Background: an optimization exercise with open tools, aiming at small area, a short achievable clock period and few clock cycles. Do not read the settings as production practice. At most, simulation tests tie the RTL to the original design; equivalence was not proved.

Setup of v6:
Design cvu, start of the top module:
module cvu (
    input  wire        clk,
    input  wire        rst,
    input  wire        req_valid,
    output wire        req_ready,
    input  wire        req_write,
    input  wire [11:0] req_addr,
    input  wire [31:0] req_wdata,
    output reg         rsp_valid,
    output reg  [31:0] rsp_rdata,
    output reg         alert
);
    localparam [4:0] O_CTL = 5'd0,  O_CFG = 5'd1,
                     O_POLY_L = 5'd2, O_POLY_H = 5'd3,
                     O_INIT_L = 5'd4, O_INIT_H = 5'd5,
                     O_XOR_L = 5'd6,  O_XOR_H = 5'd7,
                     O_FOLD_L = 5'd8, O_FOLD_H = 5'd9,
                     O_VAL_L = 5'd10, O_VAL_H = 5'd11,
                     O_RES_L = 5'd12, O_RES_H = 5'd13,
                     O_COUNT = 5'd14,
                     O_FEED8 = 5'd16, O_FEED16 = 5'd17, O_FEED32 = 5'd18,
                     O_F64_LO = 5'd19, O_F64_HI = 5'd20;
    localparam [2:0] P_DONE = 3'd0, P_MQ = 3'd2, P_MU = 3'd3,
                     P_VF = 3'd4, P_RS = 3'd5, P_RW = 3'd6;
    localparam NF = 5;    
    integer i, j, k;
    function [63:0] width_mask(input [6:0] w);
        integer b;
        begin
            for (b = 0; b < 64; b = b + 1)
                width_mask[b] = (b < w);
        end
    endfunction
    function [63:0] refl(input [63:0] x, input [5:0] s);
  ...
==> flow/config.mk <==
export PLATFORM = sky130hd
export DESIGN_NAME = cvu
export DESIGN_NICKNAME = cvu
export VERILOG_FILES = /design/flow/design.v
export SDC_FILE = /design/flow/constraint.sdc
export NUM_CORES = 8
export LEC_CHECK = 0
export CAP_MARGIN = 30
export CORE_MARGIN = 2
export CORE_UTILIZATION = 30
export PLACE_DENSITY = 0.45
export SLEW_MARGIN = 30
==> flow/constraint.sdc <==
create_clock -name core_clock -period 24.0 [get_ports {clk}]
set_input_delay 4.8000 -clock core_clock [delete_from_list [all_inputs] [get_ports {clk}]]
set_output_delay 4.8000 -clock core_clock [all_outputs]
set_load 0.01 [all_outputs]
standard.sh (not shown) runs the stock make flow with config.mk's settings and CLKGATE_MAP_FILE= SYNTH_SCRIPT=/design/flow/synth_recipe.tcl, a recipe that flattens the netlist after the stock synthesis.
==> flow/flow/run.sh <==
#!/bin/bash
set -euo pipefail
bash standard.sh SETUP_SLACK_MARGIN=18 "CTS_ARGS=-sink_clustering_enable -repair_clock_nets -sink_clustering_size 25 -sink_clustering_max_diameter 80 -distance_between_buffers 300" finish > standard.log 2>&1
v6: no failed stages, no open violations at the end
Relative to v6, the following input files were edited for v7:
==> flow/flow/run.sh <==
#!/bin/bash
set -euo pipefail
bash standard.sh SETUP_SLACK_MARGIN=18 CTS_CLUSTER_SIZE=25 CTS_CLUSTER_DIAMETER=80 finish > standard.log 2>&1
Findings:
Relative to v6, number of design-rule violations left by the first detailed-router iteration decreased by 352 in v7. Looking at clock buffer count from CTS, v7 sits 3.6% above v6. Between v6 and v7, the clock edge transition at the registers on the reported setup and hold paths does not differ in any meaningful way. Summary of v7 over v6: count of clock-buffer cells in the layout rose 4.1%, number of standard cells in the layout, taps in and fillers out shows no meaningful change, cell area level, total routed wirelength barely changed. In v7, the number of buffers and inverters on the critical path came out 2 below the value in v6. Worst setup path startpoint = f_st: v6; worst setup path startpoint = ready_q: v7.
No functional check of the RTL was part of any run of this note.

* * *

## run A
Another version of the RTL of cvu (not shown whole).
Size in the first run: roughly 13000 cells after synthesis, about 1600 flip-flops, about 83 I/O pins.
clock: 24.0 ns
lec_check: 0
cap_margin: 30
core_margin: 2
core_utilization: 30
place_density: 0.45
slew_margin: 30
==> flow/flow/run.sh <==
#!/bin/bash
set -euo pipefail
bash standard.sh SETUP_SLACK_MARGIN=18 CTS_CLUSTER_SIZE=25 CTS_CLUSTER_DIAMETER=80 CORE_UTILIZATION=40 PLACE_DENSITY=0.5 finish > standard.log 2>&1
Testbench counts of run A, summed over its fixed seeds: cycles 35,885.
Changes in run B relative to run A:
==> flow/flow/run.sh <==
#!/bin/bash
set -euo pipefail
bash standard.sh SETUP_SLACK_MARGIN=18 CTS_CLUSTER_SIZE=25 CTS_CLUSTER_DIAMETER=80 CORE_UTILIZATION=55 PLACE_DENSITY=0.65 finish > standard.log 2>&1
### Flow results
Taking run A as the reference point, the post-layout worst setup margin of run B falls by 0.0054 ns.
Diff run A -> run B | instance area at placement | decrease of about 1.2%
From run A to run B the numbers moved as follows: register-to-register slack fell 0.10 ns; end-of-flow core utilization has increased; maximum frequency roughly the same; final weighted congestion in routability-driven placement +6.0%.
Looking at startpoint-to-endpoint class of the critical path, the reg2out result is from run A; the reg2reg one comes from run B.
Delta (run B minus run A): area growth from synthesis to layout lost 1.9 points; global-route wire length before repair went down by 5.0%.
What run C does differently from run B at the input level:
==> flow/flow/run.sh <==
#!/bin/bash
set -euo pipefail
bash standard.sh SETUP_SLACK_MARGIN=18 CTS_CLUSTER_SIZE=25 CTS_CLUSTER_DIAMETER=80 CORE_UTILIZATION=60 PLACE_DENSITY=0.7 finish > standard.log 2>&1
[summary]
- Summary of run C over run B: number of gates resized after cts grew by about 8%; global routing usage on met2 grew by 3.1 points.
- On run C: number of DRC violations after detailed-routing iteration 0 is 4.4% higher than what run B gave.
- Number of global-route vias before repair: run C higher than run B
- Diff run B -> run C: placed standard-cell area dropped 0.50%; die span in x dropped about 4%.
- Final instance area is higher on run B
- [compare] base=run B new=run C: initial cell density of the core went up by 4.9 points; met2 wire length went down by about 4.4%.

what the ideal ports hide:
No port has a modelled driver above. Below, the same layouts with a new extraction and two added sets of constraints. Step 1 sets driving cells, clkbuf_16 on the clock port and buf_2 on the other inputs (assumed; they add their load-dependent delay and slew). Step 2 also shifts input and output timing later by t, the mid clock arrival at the registers, as if the neighbouring blocks saw the same clock. a / b / c = ideal / step 1 / step 2; a / b = the first two.
| run | t, ns | slack for setup (ns) | hold slack, ns | worst register clock-pin slew, ns | worst data-port slew with drivers (ns) |
|---|---|---|---|---|---|
| v6 | 0.948 | 17.739 / 17.697 / 17.103 | 0.496 / 0.496 / 0.496 | 0.11 / 0.11 | 0.11 |
| v7 | 1.009 | 17.726 / 17.617 / 17.012 | 0.494 / 0.494 / 0.494 | 0.11 / 0.11 | 0.11 |
| run A | 0.875 | 17.839 / 17.751 / 17.216 | 0.502 / 0.502 / 0.502 | 0.11 / 0.11 | 0.09 |
| run B | 0.875 | 17.833 / 17.833 / 17.216 | 0.503 / 0.503 / 0.503 | 0.12 / 0.12 | 0.07 |
| run C | 0.869 | 17.903 / 17.866 / 17.237 | 0.493 / 0.493 / 0.493 | 0.11 / 0.11 | 0.07 |
After both steps setup and hold are still met in every run listed. For v7, which loses most, drivers alone change the setup slack by -0.109 ns; drivers and shift together by -0.714 ns.
